From an optimization exercise on the open Yosys and OpenROAD flow, aimed at small area, a short achievable clock period and few clock cycles per item; shortcuts taken in it are not production practice. At most, simulation tests tie the RTL to the original design; equivalence was not proved.

## cmac_tag
module cmac_tag (
    input  wire         clk,
    input  wire         rst,           
    input  wire         in_valid,
    output wire         in_ready,
    input  wire         in_first,      
    input  wire         in_last,       
    input  wire [4:0]   in_nbytes,     
    input  wire [127:0] in_data,
    input  wire [127:0] key,
    output reg          tag_valid,
    output reg  [63:0]  tag
);
Size in the first run: ~6500 cells after synthesis, ~600 flip-flops, about 330 I/O pins, about 0.055 mm² of cells after synthesis.
clock: 10.0 ns
lec_check: 0
cap_margin: 20
core_margin: 2
core_utilization: 65
place_density: 0.75
setup_slack_margin: 3
slew_margin: 20
standard.sh (not shown) runs the stock make flow with config.mk's settings and CLKGATE_MAP_FILE= SYNTH_SCRIPT=/design/flow/synth_recipe.tcl, a recipe that flattens the netlist after the stock synthesis.
==> flow/flow/run.sh <==
#!/bin/bash
# Layout flow: the standard flow (standard.sh), with synthesis run by
# flow/synth_custom.tcl, which maps logic with an area-recovering ABC script,
# and the port buffers made of buf_1 cells.
set -euo pipefail
cd "$(dirname "$0")/.."
W=$PWD
bash standard.sh SYNTH_SCRIPT=$W/flow/synth_custom.tcl \
  "BUFFER_PORTS_ARGS=-buffer_cell sky130_fd_sc_hd__buf_1" \
  finish > $W/flow_orfs.log 2>&1
==> flow/flow/abc_custom.script <==
strash
&get -n
&st
&dch
&nf -R 1000 -p
&put
topo
stime -c
buffer -c
upsize -c
dnsize -c
==> flow/flow/synth_custom.tcl <==
# The standard flow's synthesis (synth_recipe.tcl) with one change: ABC maps with an
# area-recovering script instead of ORFS's abc_speed.script.
set ::custom_abc_script [file join [file dirname [file normalize [info script]]] abc_custom.script]
proc synth {args} { yosys synth -nofsm -noshare {*}$args }
proc abc {args} {
  set i [lsearch -exact $args -script]
  if { $i >= 0 } {
    set args [lreplace $args [expr {$i + 1}] [expr {$i + 1}] $::custom_abc_script]
  }
  yosys abc {*}$args
}
source $::env(SCRIPTS_DIR)/synth.tcl
# left out here: clear keep_hierarchy, flatten, clean up, hide names made inside functions, write 1_2_yosys.v
Change:
Settings changed: CORE_UTILIZATION 65 to 50, PLACE_DENSITY 0.75 to 0.6, SETUP_SLACK_MARGIN 3 to 4.
- The changed run ran to the end with no violations
- wire length rose by 8.6%
- register-to-register slack improved by 0.87 ns
- via count is higher by 1.2%
- worst setup slack gets better by 0.87 ns
- flip-flop and latch count stays the same
- non-clock buffer count came out higher by 286
Change:
Settings changed: GPL_TIMING_DRIVEN from default to 1, SETUP_SLACK_MARGIN 4 to 3.
What happened:
- non-clock buffer count fell by 266
- register-to-register slack is worse by 0.86 ns
- routed wire length shrinks by 3.9%
Change:
Settings changed: GPL_TIMING_DRIVEN 1 to default, SETUP_SLACK_MARGIN 3 to 3.5.
The changed run completed without violations.
Worst setup slack improved by 0.53 ns.
First-iteration DRC count stays flat.
Die area does not change.
Wire length grows by 0.87%.
Clock-buffer cell count does not change.
Synthesized area is unchanged.
No run of this note included a check of the RTL's function; only the layout flow was run.

* * *

cmac_tag, a different RTL version from the one above (not shown whole).
Size in the first run: ~55000 um2 of cells after synthesis.
==> flow/design.v (excerpt) <==
module cmac_tag (
    input  wire         clk,
    input  wire         rst,           
    input  wire         in_valid,
    output wire         in_ready,
    input  wire         in_first,      
    input  wire         in_last,       
    input  wire [4:0]   in_nbytes,     
    input  wire [127:0] in_data,
    input  wire [127:0] key,
    output reg          tag_valid,
    output reg  [63:0]  tag
);
==> flow/config.mk <==
export PLATFORM = sky130hd
export DESIGN_NAME = cmac_tag
export DESIGN_NICKNAME = cmac_tag
export VERILOG_FILES = /design/flow/design.v
export SDC_FILE = /design/flow/constraint.sdc
export NUM_CORES = 8
export LEC_CHECK = 0
export CAP_MARGIN = 20
export CORE_MARGIN = 2
export CORE_UTILIZATION = 40
export PLACE_DENSITY = 0.8
export SETUP_SLACK_MARGIN = 3.5
export SLEW_MARGIN = 20
==> flow/constraint.sdc <==
create_clock -name core_clock -period 10.0 [get_ports {clk}]
set_input_delay 2.0000 -clock core_clock [delete_from_list [all_inputs] [get_ports {clk}]]
set_output_delay 2.0000 -clock core_clock [all_outputs]
set_load 0.01 [all_outputs]
==> flow/flow/abc_custom.script <==
strash
&get -n
&st
&dch
&nf -R 20 -p
&put
topo
stime -c
buffer -c
upsize -c
dnsize -c
Scripts as last shown in full above: flow/flow/run.sh, flow/flow/synth_custom.tcl
The first run passed the timing, design-rule and antenna checks.
Testbench counts at the start, summed over its fixed seeds: cycles 16,804, messages 480.
Then changed:
CTS_CLUSTER_DIAMETER = 70   (was not set)
CTS_CLUSTER_SIZE = 24   (was not set)
PLACE_DENSITY = 0.5   (was 0.8)
The new run passed the timing, design-rule and antenna checks.
Register-to-register slack gets better by 0.05 ns.
Synthesized cell count does not change.
Area after synthesis does not change.
Critical path depth shrinks by 1.
Via count shrinks by 5.4%.
Global-route usage went up by 1.3 points.
Wire length is higher by 3.7%.
Cell count is about the same.
Design area is about the same.
Then changed:
CORE_UTILIZATION = 50   (was 40)
CTS_CLUSTER_DIAMETER = not set   (was 70)
CTS_CLUSTER_SIZE = not set   (was 24)
GPL_ROUTABILITY_DRIVEN = 0   (was not set)
PLACE_DENSITY = 0.6   (was 0.5)
Outcome: Sequential share of layout area rose by 0.26 points. Setup slack improved by 0.072 ns. Count of clock-buffer cells in the layout increases by 31.
Then changed:
SETUP_SLACK_MARGIN = 3.7   (was 3.5)
Final cell count hardly moves.
Setup slack improves by 0.15 ns.
Via count is higher slightly.
Design area is higher slightly.
Non-clock buffer count is higher by 16.
Global-route usage is about the same.
Flip-flop and latch count is unchanged.
Wire length is higher slightly.
Die area is unchanged.

* * *

cmac_tag, a different RTL version from the one above (not shown whole).
Size in the first run: ~6600 cells after synthesis, roughly 600 flip-flops, about 330 I/O pins, about 0.055 sq mm of cells after synthesis.
// cmac_tag
module cmac_tag (
    input  wire         clk,
    input  wire         rst,           
    input  wire         in_valid,
    output wire         in_ready,
    input  wire         in_first,      
    input  wire         in_last,       
    input  wire [4:0]   in_nbytes,     
    input  wire [127:0] in_data,
    input  wire [127:0] key,
    output reg          tag_valid,
    output reg  [63:0]  tag
);
Settings: LEC_CHECK=0, CAP_MARGIN=20, CORE_MARGIN=2, CORE_UTILIZATION=50, PLACE_DENSITY=0.6, SETUP_SLACK_MARGIN=3, SLEW_MARGIN=20; clock period 10.0 ns.
==> flow/flow/abc_custom.script <==
strash
&get -n
&st
&dch
&nf -R 1000
&put
topo
stime -c
Scripts as last shown in full above: flow/flow/run.sh, flow/flow/synth_custom.tcl
The first run went through all stages and came out clean.
Testbench counts at the start, summed over its fixed seeds: cycles 16,796, messages 480.
Edit:
==> flow/flow/abc_custom.script (replaced) <==
strash
&get -n
&st
&dch
&nf -R 1000
&put
topo
stime -c
buffer -c
upsize -c
dnsize -c
The new run completed with no timing, DRC or antenna violations. Design area goes up by 0.60%. Clock-buffer cell count goes up by 4. Register-to-register slack gets better by 0.09 ns. Final cell count goes up by 0.89%. Via count goes up by 0.55%.
Edit:
CORE_UTILIZATION = 25   (was 50)
PLACE_DENSITY = 0.4   (was 0.6)
Outcome: The new run went through all stages and came out clean. Final area rose by 5.1%. Core utilization fell by 27 points. Maximum frequency rose by 0.34%.
Edit:
==> flow/flow/abc_custom.script (replaced) <==
strash
&get -n
&st
&dch
&nf -p
&put
topo
stime -c
buffer -c
upsize -c
dnsize -c
CORE_UTILIZATION = 50   (was 25)
PLACE_DENSITY = 0.6   (was 0.4)
Area after synthesis rises by 3.4%.
Maximum frequency falls by 1.1%.
Worst hold slack hardly moves.

* * *

== exp/nickel ==
Another version of the RTL of cmac_tag (not shown whole).
Size: ~590 flip-flops, roughly 54,000 um^2 of cells after synthesis.
export LEC_CHECK = 0
export CAP_MARGIN = 20
export CORE_MARGIN = 2
export CORE_UTILIZATION = 33
export CTS_CLUSTER_DIAMETER = 70
export CTS_CLUSTER_SIZE = 24
export GPL_ROUTABILITY_DRIVEN = 0
export PLACE_DENSITY = 0.45
export SETUP_SLACK_MARGIN = 4.3
export SLEW_MARGIN = 20
create_clock -name core_clock -period 10.0 [get_ports {clk}]
==> flow/flow/abc_custom.script <==
strash
&get -n
&st
&dch
&nf -R 20 -p
&put
topo
stime -c
buffer -c
upsize -c
dnsize -c
Scripts as last shown in full above: flow/flow/run.sh, flow/flow/synth_custom.tcl
Testbench counts of exp/nickel, summed over its fixed seeds: cycles 16,804, messages 480.
Modified inputs, exp/lagoon compared to exp/nickel
- swapping 33 for 40 in CORE_UTILIZATION
- swapping 0.45 for 0.5 in PLACE_DENSITY
-- flow/flow/run.sh --
<<< exp/nickel, line 8
bash standard.sh SYNTH_SCRIPT=$W/flow/synth_custom.tcl \
  "BUFFER_PORTS_ARGS=-buffer_cell sky130_fd_sc_hd__buf_1" \
  finish > $W/flow_orfs.log 2>&1
>>> exp/lagoon, line 8
bash standard.sh SYNTH_SCRIPT=$W/flow/synth_custom.tcl \
  "BUFFER_PORTS_ARGS=-buffer_cell sky130_fd_sc_hd__buf_1" RECOVER_POWER=100 \
  finish > $W/flow_orfs.log 2>&1
[summary]
No crash in exp/lagoon: every stage finished, but the layout fails its final checks due to max-capacitance violations, max-slew violations. exp/lagoon vs. exp/nickel: total detailed-routing wirelength went down by 5.5%, flip-flop and latch share of the layout cell area picked up an extra 1.5 points, wire length of the first global-routing pass went down about 5%. | worst hold slack | exp/lagoon vs exp/nickel | worse |.
The following lists how exp/onyx was set up differently from exp/lagoon:
- changing SETUP_SLACK_MARGIN from 4.3 to 4.5
-- flow/flow/run.sh --
<<< exp/lagoon, line 8
bash standard.sh SYNTH_SCRIPT=$W/flow/synth_custom.tcl \
  "BUFFER_PORTS_ARGS=-buffer_cell sky130_fd_sc_hd__buf_1" RECOVER_POWER=100 \
  finish > $W/flow_orfs.log 2>&1
>>> exp/onyx, line 8
bash standard.sh SYNTH_SCRIPT=$W/flow/synth_custom.tcl \
  "BUFFER_PORTS_ARGS=-buffer_cell sky130_fd_sc_hd__buf_1" \
  finish > $W/flow_orfs.log 2>&1
Findings:
No stage failed in exp/onyx, and the final checks on the layout all came back clean. In the metrics for exp/onyx and exp/lagoon, the one carrying the lower portion of the layout cell area used by non-clock buffers is exp/lagoon. Compared with exp/lagoon, in exp/onyx length of routed met3 wiring went up; utilization now larger; met3 track demand over resource in global routing has increased.

==> re-timing with driven ports <==
How much do the figures lean on ideal ports? The routed layouts below were timed once more, with nothing changed but the port constraints. Step 1 sets driving cells, clkbuf_16 on the clock port and buf_2 on the other inputs (assumed; they add their load-dependent delay and slew). Step 2, shift: input delay + t, output delay - t, t = (earliest + latest rising clock arrival at the registers) / 2. This alone moves slack from input paths to output paths. Slacks: ideal ports / drivers / drivers and shift; pairs: ideal ports / drivers.
run	t (ns)	setup slack, ns	hold WS [ns]	pins driven straight from the clock port
the first run of note 1	0.702	3.144 / 3.144 / 3.144	0.490 / 0.490 / 0.490	1
the second run of note 1	0.729	4.017 / 4.017 / 3.741	0.466 / 0.466 / 0.466	1
the third run of note 1	0.727	3.161 / 3.161 / 3.161	0.470 / 0.470 / 0.470	1
the fourth run of note 1	0.728	3.686 / 3.686 / 3.686	0.471 / 0.471 / 0.471	1
the first run of note 2	0.738	3.607 / 3.607 / 3.607	0.468 / 0.468 / 0.468	1
the second run of note 2	0.778	3.657 / 3.657 / 3.657	0.470 / 0.470 / 0.470	1
the third run of note 2	0.710	3.729 / 3.729 / 3.729	0.469 / 0.469 / 0.469	1
the fourth run of note 2	0.712	3.879 / 3.879 / 3.879	0.465 / 0.465 / 0.465	1
the first run of note 3	0.730	3.157 / 3.157 / 3.157	0.464 / 0.464 / 0.464	1
the second run of note 3	0.730	3.248 / 3.248 / 3.248	0.465 / 0.465 / 0.465	1
the third run of note 3	0.816	3.271 / 3.271 / 3.271	0.463 / 0.463 / 0.463	1
the fourth run of note 3	0.738	3.196 / 3.196 / 3.196	0.463 / 0.463 / 0.463	1
exp/nickel	0.758	4.450 / 4.430 / 3.672	0.472 / 0.472 / 0.472	1
exp/lagoon	0.805	2.494 / 2.494 / 2.494	0.459 / 0.459 / 0.459	1
exp/onyx	0.802	4.563 / 4.563 / 4.295	0.461 / 0.461 / 0.461	1
The setup slack of exp/nickel, which loses most, moves by -0.020 ns with the drivers and by -0.778 ns with both steps.
